Background: an optimization exercise with open tools, aiming at small area. Do not read the settings as production practice. RTL that was checked went through simulation tests only; none was proved equivalent to the original.

==> inputs of delta <==
Design tcounter, start of the top module:
module tcounter (
    input  wire        clk,
    input  wire        rst,
    input  wire        dpll_free,
    input  wire        rate_we,
    input  wire [63:0] rate_in,
    input  wire        cmd_valid,
    input  wire [1:0]  cmd_op,          
    input  wire [47:0] cmd_sec,
    input  wire [31:0] cmd_ns,
    input  wire [15:0] cmd_subns,
    input  wire [63:0] cmd_offset,      
    input  wire [63:0] cmd_rate_limit,  
    output reg  [47:0] sec,
    output reg  [29:0] ns,
    output reg  [15:0] subns,
    output reg         time_valid,
    output reg  [15:0] step_epoch,
    output wire [63:0] rate,
    output reg         rate_clamp,
    output reg         slew_active,
    output wire [63:0] slew_rem,
    output reg         slew_done,
    output reg         rsp_valid,
    output reg  [1:0]  rsp_status,
    output reg  [63:0] rsp_prev,
    output wire [63:0] rsp_new
);
export LEC_CHECK = 0
export CAP_MARGIN = 20
export CORE_MARGIN = 2
export CORE_UTILIZATION = 40
export CTS_BUF_LIST = sky130_fd_sc_hd__clkbuf_8
export CTS_CLUSTER_DIAMETER = 60
export CTS_CLUSTER_SIZE = 14
export SLEW_MARGIN = 20
create_clock -name core_clock -period 48.0 [get_ports {clk}]
standard.sh (not shown) runs the stock make flow with config.mk's settings and CLKGATE_MAP_FILE= SYNTH_SCRIPT=/design/flow/synth_recipe.tcl, a recipe that flattens the netlist after the stock synthesis.
==> flow/flow/run.sh <==
#!/bin/bash
# Layout of the design with the standard flow, changed in two ways:
#  - the port buffers are made from the smallest buffer cell (buf_1);
#  - the netlist is synthesized like the standard synthesis but without
#    Yosys's generic ABC pass before full-adder extraction (SYNTH_ARGS
#    -noabc), which keeps the written-out adders as full-adder cells. Its
#    registers are then given the standard synthesis's names (they are the
#    same registers; only the cell-type suffix of a few names differs). If
#    the register sets do not match, the standard netlist is kept.
set -o pipefail
export BUFFER_PORTS_ARGS="-buffer_cell sky130_fd_sc_hd__buf_1"
here=$(pwd)
res=orfs/results/$FLOW_PLATFORM/tcounter/base

# 1. the standard synthesis
bash standard.sh synth > synth_std.log 2>&1 || { tail -30 synth_std.log; exit 1; }
cp $res/1_2_yosys.v std_yosys.v

# 2. the same synthesis without the early generic ABC pass, in alt/
sed "s#WORK_HOME=\([^ ]*\)/orfs#WORK_HOME=\1/alt#" standard.sh > alt_synth.sh
if SYNTH_ARGS="-noabc" bash alt_synth.sh synth > synth_alt.log 2>&1; then
    alt=alt/results/$FLOW_PLATFORM/tcounter/base/1_2_yosys.v
    if python3 flow/rename_regs.py std_yosys.v $alt alt_yosys.v > rename.log 2>&1; then
        cp alt_yosys.v $res/1_2_yosys.v
        touch $res/1_2_yosys.v
        echo "using the alternative netlist" >> rename.log
    else
        echo "keeping the standard netlist" >> rename.log
    fi
else
    echo "alternative synthesis failed; keeping the standard netlist" > rename.log
fi
cat rename.log

# 3. the rest of the standard flow
bash standard.sh > standard.log 2>&1
rc=$?
tail -40 standard.log
exit $rc
==> flow/flow/rename_regs.py <==
"""Give the registers of an alternative netlist the instance names the
standard synthesis gave them.

usage: rename_regs.py STANDARD.v ALTERNATIVE.v OUT.v

Register instances are named '<register bit>$<cell kind>' by the synthesis
script. The two netlists must hold the same register bits, each in the same
library cell; then each alternative instance is renamed to the standard name
of its bit. Exits non-zero (writing nothing) if the sets differ.
"""
import re
import sys

INST = re.compile(r'^(\s*)(sky130_fd_sc_hd__\w+)\s+(\\\S+|[A-Za-z_][\w$]*)(\s*\()', re.M)


def regs(text):
    out = {}
    for m in INST.finditer(text):
        cell, name = m.group(2), m.group(3)
        if not re.search(r'__(e?df|sdf|dl)', cell):
            continue
        base = re.sub(r'\$_[A-Z0-9_]+_$', '', name)
        if base in out:
            raise SystemExit('duplicate register base name %s' % base)
        out[base] = (cell, name)
    return out


std_text = open(sys.argv[1]).read()
alt_text = open(sys.argv[2]).read()
std = regs(std_text)
alt = regs(alt_text)
print('registers: standard %d, alternative %d' % (len(std), len(alt)))
if set(std) != set(alt):
    print('register bits differ:', sorted(set(std) ^ set(alt))[:20])
    sys.exit(1)
bad = [b for b in std if std[b][0] != alt[b][0]]
if bad:
    print('cell types differ:', [(b, std[b][0], alt[b][0]) for b in bad[:20]])
    sys.exit(1)
if any(not n.startswith('\\') and n != std[b][1] for b, (c, n) in alt.items()):
    print('unexpected plain register names')
    sys.exit(1)
ren = {alt[b][1]: std[b][1] for b in alt if alt[b][1] != std[b][1]}
print('renamed %d instances' % len(ren))


def fix(m):
    name = m.group(3)
    new = ren.get(name, name)
    if new.startswith('\\') and not m.group(4).startswith(' '):
        return m.group(1) + m.group(2) + ' ' + new + ' ' + m.group(4).lstrip()
    return m.group(1) + m.group(2) + ' ' + new + m.group(4)


out = INST.sub(fix, alt_text)
check = regs(out)
assert {b: v for b, v in check.items()} == std, 'renaming failed'
open(sys.argv[3], 'w').write(out)
==> inputs of tundra, as changes to delta <==
--- a/flow/design.v
+++ b/flow/design.v
@@ -8,17 +8,17 @@
     input  wire [1:0]  cmd_op,          
     input  wire [47:0] cmd_sec,
     input  wire [31:0] cmd_ns,
     input  wire [15:0] cmd_subns,
     input  wire [63:0] cmd_offset,      
     input  wire [63:0] cmd_rate_limit,  
     output reg  [47:0] sec,
     output reg  [29:0] ns,
-    output reg  [15:0] subns,
+    output wire [15:0] subns,
     output reg         time_valid,
     output reg  [15:0] step_epoch,
     output wire [63:0] rate,
     output reg         rate_clamp,
     output reg         slew_active,
     output wire [63:0] slew_rem,
     output reg         slew_done,
     output reg         rsp_valid,
@@ -32,39 +32,40 @@
     localparam [63:0] RATE_MIN = 64'd450314926740776;
     localparam [63:0] RATE_MAX = 64'd450404998733324;
     localparam [63:0] RL_MIN   = 64'd40960;
     localparam [63:0] RL_MAX   = 64'd1844674407370955;
     localparam [29:0] NS_PER_S = 30'd1000000000;
     localparam [20:0] DIV_D    = 21'd1953125;           
     reg  [37:0] rate_lo;
     assign rate = {RATE_NOM[63:38], rate_lo};
-    reg  [31:0] frac_lo;        
+    reg  [47:0] frac;
     reg  [95:0] rem;            
     reg  [35:0] mm1;            
     reg         rsp_new_en;
+    assign subns = frac[47:32];
     reg         p_valid;
     reg [1:0]   p_op;
     reg [1:0]   p_status;
     reg [99:0]  pl;             
     reg [43:0] ds, dc;
-    reg [26:0] dg;
-    reg [5:0]  de;
+    reg [29:0] dg;
+    reg [6:0]  de;
     reg        dpos, done_, dtwo;
     reg [23:0] da;
     integer k, i;
     always @* begin
         ds = {{5{cmd_offset[63]}}, cmd_offset[63:25]};
         dc = 44'd0;
-        for (k = 8; k >= 0; k = k - 1) begin
-            de = ds[2*k+18 +: 6] + dc[2*k+18 +: 6];
-            dpos  = $signed(de) >= 6'sd3;
-            dtwo  = $signed(de) >= 6'sd10 || $signed(de) < -6'sd12;
-            done_ = ($signed(de) >= 6'sd3 && $signed(de) < 6'sd10) ||
-                    ($signed(de) >= -6'sd12 && $signed(de) < -6'sd4);
+        for (k = 9; k >= 0; k = k - 1) begin
+            de = ds[2*k+17 +: 7] + dc[2*k+17 +: 7];
+            dpos  = $signed(de) >= 7'sd5;
+            dtwo  = $signed(de) >= 7'sd20 || $signed(de) < -7'sd24;
+            done_ = ($signed(de) >= 7'sd5 && $signed(de) < 7'sd20) ||
+                    ($signed(de) >= -7'sd24 && $signed(de) < -7'sd8);
             dg[3*k +: 3] = {dpos, done_, dtwo};
             for (i = 0; i < 24; i = i + 1)
                 da[i] = dpos ^ ((done_ & (i < 21 && DIV_D[i])) | (dtwo & (i >= 1 && i <= 21 && DIV_D[i-1])));
             for (i = 23; i >= 0; i = i - 1) begin
                 if (i < 23) dc[2*k+i+1] = (ds[2*k+i] & dc[2*k+i]) | (ds[2*k+i] & da[i]) | (dc[2*k+i] & da[i]);
                 ds[2*k+i] = ds[2*k+i] ^ dc[2*k+i] ^ da[i];
             end
             dc[2*k] = dpos;
@@ -128,34 +129,32 @@
         if (rst)
             p_valid <= 1'b0;
         else
             p_valid <= cmd_valid;
         p_op     <= cmd_op;
         p_status <= chk_c;
         case (cmd_op)
             OP_SET:  pl <= {mq_m1[35:30], cmd_sec, cmd_ns[29:0], cmd_subns};
-            OP_STEP: pl <= {mq_m1[35:32], ds[21:0], dc[21:0], dg, cmd_offset[24:0]};
+            OP_STEP: pl <= {mq_m1[35], ds[21:0], dc[21:0], dg, cmd_offset[24:0]};
             default: pl <= {mq_m1, cmd_offset};
         endcase
     end
     wire [47:0] pa_sec = pl[93:46];
     wire [29:0] pa_ns  = pl[45:16];
     wire [15:0] pa_sub = pl[15:0];
     wire [63:0] pa_off = pl[63:0];
     wire [35:0] pa_mm1 = pl[99:64];
-    wire [21:0] fs = pl[95:74];
-    wire [21:0] fc = pl[73:52];
-    wire [26:0] fdg = pl[51:25];
+    wire [21:0] fs = pl[98:77];
+    wire [21:0] fc = pl[76:55];
+    wire [29:0] fdg = pl[54:25];
     reg  [19:0] qpa, qna;
     integer fi;
     always @* begin
-        qpa[19:18] = 2'b00;
-        qna[19:18] = 2'b00;
-        for (fi = 0; fi < 9; fi = fi + 1) begin
+        for (fi = 0; fi < 10; fi = fi + 1) begin
             qpa[2*fi]   = fdg[3*fi+2] & fdg[3*fi+1];
             qpa[2*fi+1] = fdg[3*fi+2] & fdg[3*fi];
             qna[2*fi]   = ~fdg[3*fi+2] & fdg[3*fi+1];
             qna[2*fi+1] = ~fdg[3*fi+2] & fdg[3*fi];
         end
     end
     reg [21:0] d_r;
     reg        d_c;
@@ -199,17 +198,17 @@
         end
     end
     wire hi_big = rs ? ~&rem[95:36] : |rem[95:36];
     wire full   = slew_active & (hi_big | cgt | (rs & ceq));
     wire active_t = slew_active & full;
     wire ends_t   = slew_active & ~full;
     wire [35:0] scx  = full ? (mm1 ^ {36{rs}}) : rem[35:0];
     wire        sc_c = full & ~rs;
-    wire [49:0] t_a = {2'b00, subns, frac_lo};
+    wire [49:0] t_a = {2'b00, frac};
     wire [49:0] t_b = {RATE_NOM[49:38], rate_lo};
     wire [49:0] t_o = {{14{rs}}, scx};
     reg  [49:0] t_s, t_cv, tk;
     reg         t_c;
     integer     ti;
     always @* begin
         t_cv[0] = sc_c;
         for (ti = 0; ti < 50; ti = ti + 1) begin
@@ -341,18 +340,17 @@
     assign slew_rem = tr_now;
     assign rsp_new  = rsp_new_en ? tr_now : 64'd0;
     wire rate_lt = rate_in < RATE_MIN;
     wire rate_gt = rate_in > RATE_MAX;
     always @(posedge clk) begin
         if (rst) begin
             sec         <= 48'd0;
             ns          <= 30'd0;
-            subns       <= 16'd0;
-            frac_lo     <= 32'd0;
+            frac        <= 48'd0;
             time_valid  <= 1'b0;
             step_epoch  <= 16'd0;
             rate_lo     <= RATE_NOM[37:0];
             rate_clamp  <= 1'b0;
             rem         <= 96'd0;
             slew_active <= 1'b0;
             slew_done   <= 1'b0;
             rsp_valid   <= 1'b0;
@@ -360,17 +358,17 @@
             rsp_prev    <= 64'd0;
             rsp_new_en  <= 1'b0;
         end else begin
             rate_clamp <= rate_we & (rate_lt | rate_gt);
             if (rate_we)
                 rate_lo <= rate_lt ? RATE_MIN[37:0] : rate_gt ? RATE_MAX[37:0] : rate_in[37:0];
             sec         <= sec_t;
             ns          <= ns_t;
-            {subns, frac_lo} <= fr_t;
+            frac        <= fr_t;
             rem         <= rem_t;
             slew_active <= active_t;
             slew_done   <= ends_t;
             rsp_valid  <= p_valid;
             rsp_status <= ST_DONE;
             rsp_prev   <= 64'd0;
             rsp_new_en <= 1'b0;
             if (p_valid) begin
@@ -378,29 +376,28 @@
                     rsp_status <= p_status;
                 end else if (!dpll_free) begin
                     rsp_status <= ST_BAD_STATE;
                 end else begin
                     case (p_op)
                         OP_SET: begin
                             sec         <= pa_sec;
                             ns          <= pa_ns;
-                            subns       <= pa_sub;
-                            frac_lo     <= 32'd0;
+                            frac        <= {pa_sub, 32'd0};
                             time_valid  <= 1'b1;
                             step_epoch  <= step_epoch + 16'd1;
                             rem         <= 96'd0;
                             slew_active <= 1'b0;
                             slew_done   <= 1'b0;
                         end
                         OP_STEP: begin
                             if (st_ok) begin
                                 sec        <= st_sec[47:0];
                                 ns         <= st_ns;
-                                subns      <= st_fr;
+                                frac       <= {st_fr, fr_t[31:0]};
                                 step_epoch <= step_epoch + 16'd1;
                             end else begin
                                 rsp_status <= ST_BAD_PARAM;
                             end
                         end
                         OP_SLEW: begin
                             if (mg_ok) begin
                                 rem         <= {mg[63:0], rem_t[31:0]};
- CTS_BUF_LIST: sky130_fd_sc_hd__clkbuf_8 -> not set
- CTS_CLUSTER_DIAMETER: 60 -> 80
- CTS_CLUSTER_SIZE: 14 -> 30
==> inputs of juniper, as changes to delta <==
--- a/flow/design.v
+++ b/flow/design.v
@@ -8,17 +8,17 @@
     input  wire [1:0]  cmd_op,          
     input  wire [47:0] cmd_sec,
     input  wire [31:0] cmd_ns,
     input  wire [15:0] cmd_subns,
     input  wire [63:0] cmd_offset,      
     input  wire [63:0] cmd_rate_limit,  
     output reg  [47:0] sec,
     output reg  [29:0] ns,
-    output reg  [15:0] subns,
+    output wire [15:0] subns,
     output reg         time_valid,
     output reg  [15:0] step_epoch,
     output wire [63:0] rate,
     output reg         rate_clamp,
     output reg         slew_active,
     output wire [63:0] slew_rem,
     output reg         slew_done,
     output reg         rsp_valid,
@@ -32,39 +32,40 @@
     localparam [63:0] RATE_MIN = 64'd450314926740776;
     localparam [63:0] RATE_MAX = 64'd450404998733324;
     localparam [63:0] RL_MIN   = 64'd40960;
     localparam [63:0] RL_MAX   = 64'd1844674407370955;
     localparam [29:0] NS_PER_S = 30'd1000000000;
     localparam [20:0] DIV_D    = 21'd1953125;           
     reg  [37:0] rate_lo;
     assign rate = {RATE_NOM[63:38], rate_lo};
-    reg  [31:0] frac_lo;        
+    reg  [47:0] frac;
     reg  [95:0] rem;            
     reg  [35:0] mm1;            
     reg         rsp_new_en;
+    assign subns = frac[47:32];
     reg         p_valid;
     reg [1:0]   p_op;
     reg [1:0]   p_status;
     reg [99:0]  pl;             
     reg [43:0] ds, dc;
-    reg [26:0] dg;
-    reg [5:0]  de;
+    reg [29:0] dg;
+    reg [6:0]  de;
     reg        dpos, done_, dtwo;
     reg [23:0] da;
     integer k, i;
     always @* begin
         ds = {{5{cmd_offset[63]}}, cmd_offset[63:25]};
         dc = 44'd0;
-        for (k = 8; k >= 0; k = k - 1) begin
-            de = ds[2*k+18 +: 6] + dc[2*k+18 +: 6];
-            dpos  = $signed(de) >= 6'sd3;
-            dtwo  = $signed(de) >= 6'sd10 || $signed(de) < -6'sd12;
-            done_ = ($signed(de) >= 6'sd3 && $signed(de) < 6'sd10) ||
-                    ($signed(de) >= -6'sd12 && $signed(de) < -6'sd4);
+        for (k = 9; k >= 0; k = k - 1) begin
+            de = ds[2*k+17 +: 7] + dc[2*k+17 +: 7];
+            dpos  = $signed(de) >= 7'sd5;
+            dtwo  = $signed(de) >= 7'sd20 || $signed(de) < -7'sd24;
+            done_ = ($signed(de) >= 7'sd5 && $signed(de) < 7'sd20) ||
+                    ($signed(de) >= -7'sd24 && $signed(de) < -7'sd8);
             dg[3*k +: 3] = {dpos, done_, dtwo};
             for (i = 0; i < 24; i = i + 1)
                 da[i] = dpos ^ ((done_ & (i < 21 && DIV_D[i])) | (dtwo & (i >= 1 && i <= 21 && DIV_D[i-1])));
             for (i = 23; i >= 0; i = i - 1) begin
                 if (i < 23) dc[2*k+i+1] = (ds[2*k+i] & dc[2*k+i]) | (ds[2*k+i] & da[i]) | (dc[2*k+i] & da[i]);
                 ds[2*k+i] = ds[2*k+i] ^ dc[2*k+i] ^ da[i];
             end
             dc[2*k] = dpos;
@@ -127,35 +128,33 @@
     always @(posedge clk) begin
         if (rst)
             p_valid <= 1'b0;
         else
             p_valid <= cmd_valid;
         p_op     <= cmd_op;
         p_status <= chk_c;
         case (cmd_op)
-            OP_SET:  pl <= {mq_m1[35:30], cmd_sec, cmd_ns[29:0], cmd_subns};
-            OP_STEP: pl <= {mq_m1[35:32], ds[21:0], dc[21:0], dg, cmd_offset[24:0]};
+            OP_SET:  pl <= {6'd0, cmd_sec, cmd_ns[29:0], cmd_subns};
+            OP_STEP: pl <= {1'b0, ds[21:0], dc[21:0], dg, cmd_offset[24:0]};
             default: pl <= {mq_m1, cmd_offset};
         endcase
     end
     wire [47:0] pa_sec = pl[93:46];
     wire [29:0] pa_ns  = pl[45:16];
     wire [15:0] pa_sub = pl[15:0];
     wire [63:0] pa_off = pl[63:0];
     wire [35:0] pa_mm1 = pl[99:64];
-    wire [21:0] fs = pl[95:74];
-    wire [21:0] fc = pl[73:52];
-    wire [26:0] fdg = pl[51:25];
+    wire [21:0] fs = pl[98:77];
+    wire [21:0] fc = pl[76:55];
+    wire [29:0] fdg = pl[54:25];
     reg  [19:0] qpa, qna;
     integer fi;
     always @* begin
-        qpa[19:18] = 2'b00;
-        qna[19:18] = 2'b00;
-        for (fi = 0; fi < 9; fi = fi + 1) begin
+        for (fi = 0; fi < 10; fi = fi + 1) begin
             qpa[2*fi]   = fdg[3*fi+2] & fdg[3*fi+1];
             qpa[2*fi+1] = fdg[3*fi+2] & fdg[3*fi];
             qna[2*fi]   = ~fdg[3*fi+2] & fdg[3*fi+1];
             qna[2*fi+1] = ~fdg[3*fi+2] & fdg[3*fi];
         end
     end
     reg [21:0] d_r;
     reg        d_c;
@@ -199,17 +198,17 @@
         end
     end
     wire hi_big = rs ? ~&rem[95:36] : |rem[95:36];
     wire full   = slew_active & (hi_big | cgt | (rs & ceq));
     wire active_t = slew_active & full;
     wire ends_t   = slew_active & ~full;
     wire [35:0] scx  = full ? (mm1 ^ {36{rs}}) : rem[35:0];
     wire        sc_c = full & ~rs;
-    wire [49:0] t_a = {2'b00, subns, frac_lo};
+    wire [49:0] t_a = {2'b00, frac};
     wire [49:0] t_b = {RATE_NOM[49:38], rate_lo};
     wire [49:0] t_o = {{14{rs}}, scx};
     reg  [49:0] t_s, t_cv, tk;
     reg         t_c;
     integer     ti;
     always @* begin
         t_cv[0] = sc_c;
         for (ti = 0; ti < 50; ti = ti + 1) begin
@@ -341,18 +340,17 @@
     assign slew_rem = tr_now;
     assign rsp_new  = rsp_new_en ? tr_now : 64'd0;
     wire rate_lt = rate_in < RATE_MIN;
     wire rate_gt = rate_in > RATE_MAX;
     always @(posedge clk) begin
         if (rst) begin
             sec         <= 48'd0;
             ns          <= 30'd0;
-            subns       <= 16'd0;
-            frac_lo     <= 32'd0;
+            frac        <= 48'd0;
             time_valid  <= 1'b0;
             step_epoch  <= 16'd0;
             rate_lo     <= RATE_NOM[37:0];
             rate_clamp  <= 1'b0;
             rem         <= 96'd0;
             slew_active <= 1'b0;
             slew_done   <= 1'b0;
             rsp_valid   <= 1'b0;
@@ -360,17 +358,17 @@
             rsp_prev    <= 64'd0;
             rsp_new_en  <= 1'b0;
         end else begin
             rate_clamp <= rate_we & (rate_lt | rate_gt);
             if (rate_we)
                 rate_lo <= rate_lt ? RATE_MIN[37:0] : rate_gt ? RATE_MAX[37:0] : rate_in[37:0];
             sec         <= sec_t;
             ns          <= ns_t;
-            {subns, frac_lo} <= fr_t;
+            frac        <= fr_t;
             rem         <= rem_t;
             slew_active <= active_t;
             slew_done   <= ends_t;
             rsp_valid  <= p_valid;
             rsp_status <= ST_DONE;
             rsp_prev   <= 64'd0;
             rsp_new_en <= 1'b0;
             if (p_valid) begin
@@ -378,29 +376,28 @@
                     rsp_status <= p_status;
                 end else if (!dpll_free) begin
                     rsp_status <= ST_BAD_STATE;
                 end else begin
                     case (p_op)
                         OP_SET: begin
                             sec         <= pa_sec;
                             ns          <= pa_ns;
-                            subns       <= pa_sub;
-                            frac_lo     <= 32'd0;
+                            frac        <= {pa_sub, 32'd0};
                             time_valid  <= 1'b1;
                             step_epoch  <= step_epoch + 16'd1;
                             rem         <= 96'd0;
                             slew_active <= 1'b0;
                             slew_done   <= 1'b0;
                         end
                         OP_STEP: begin
                             if (st_ok) begin
                                 sec        <= st_sec[47:0];
                                 ns         <= st_ns;
-                                subns      <= st_fr;
+                                frac       <= {st_fr, fr_t[31:0]};
                                 step_epoch <= step_epoch + 16'd1;
                             end else begin
                                 rsp_status <= ST_BAD_PARAM;
                             end
                         end
                         OP_SLEW: begin
                             if (mg_ok) begin
                                 rem         <= {mg[63:0], rem_t[31:0]};
==> flow/flow/run.sh (replaced) <==
#!/bin/bash
# Standard layout, with the port buffers made from the smallest buffer cell,
# and synthesis without the generic ABC pass before full-adder extraction.
set -o pipefail
export BUFFER_PORTS_ARGS="-buffer_cell sky130_fd_sc_hd__buf_1"
export SYNTH_ARGS="-noabc"
bash standard.sh > standard.log 2>&1
rc=$?
tail -40 standard.log
exit $rc
- CTS_BUF_LIST: sky130_fd_sc_hd__clkbuf_8 -> not set
- CTS_CLUSTER_DIAMETER: 60 -> 80
- CTS_CLUSTER_SIZE: 14 -> 20
removed: flow/flow/rename_regs.py
==> comparison table <==
| metric | tundra | delta | juniper |
|---|---|---|---|
| Multi-input combinational cell area | 33370 um2 | 33070 um2 | 33520 um2 |
| Worst hold margin | 512.5 ps | 394.9 ps | 473.8 ps |
| Inverter count | 301 | 342 | 293 |
| Antenna violations before repair | 7 | 10 | 4 |
| Total CTS buffers | 31 | 55 | 35 |
| Status | complete, no violations | complete, no violations | complete, no violations |
| Clock-pin slew reported for the worst setup and hold paths after clock tree synthesis | 100 ps | 90 ps | 80 ps |
| Global-route usage over all layers | 25.95% | 27.42% | 26.60% |
| Total wirelength of the detailed-routed design | 152.9 mm | 160.8 mm | 156.7 mm |
| Number of cell instances on the worst register-to-register path | 116 | 117 | 118 |
| Die Span Y | 341.0 um | 340.6 um | 341.7 um |
| Slack of the critical path | 5547 ps | 4572 ps | 5209 ps |
| First-pass GRT wire length | 228.1 mm | 239.2 mm | 233.3 mm |
| Cell at the root of the clock tree | clkbuf_16 | clkbuf_8 | clkbuf_16 |
| Number of vias in the routed layout | 35890 | 37590 | 36800 |
| Fraction of standard cell area in multi-input logic | 66.21% | 65.68% | 66.23% |
Only the layout flow was run in tundra; the RTL was not checked for function there.

what the ideal ports hide:
Ports are ideal in the flow. The routed layouts listed here were re-timed in OpenROAD.
Step 1 assumes that a clkbuf_16 drives the clock port and a buf_2 every other input.
Step 2 moves the port delays by t, midway between the first and last clock arrival at a register: inputs arrive t later, outputs are due t later. That takes back most of the time a late clock gives input paths.
Three values: ideal ports, drivers, drivers and shift; two values: the first two.
| run | shift t [ns] | slack for setup (ns) | slew at the worst register clock pin (ns) |
|---|---|---|---|
| delta | 0.772 | 4.572 / 4.572 / 4.572 | 0.11 / 0.11 |
| tundra | 0.703 | 5.547 / 5.547 / 5.547 | 0.11 / 0.11 |
| juniper | 0.640 | 5.209 / 5.209 / 5.209 | 0.09 / 0.09 |
After both steps every run listed still meets setup and hold.
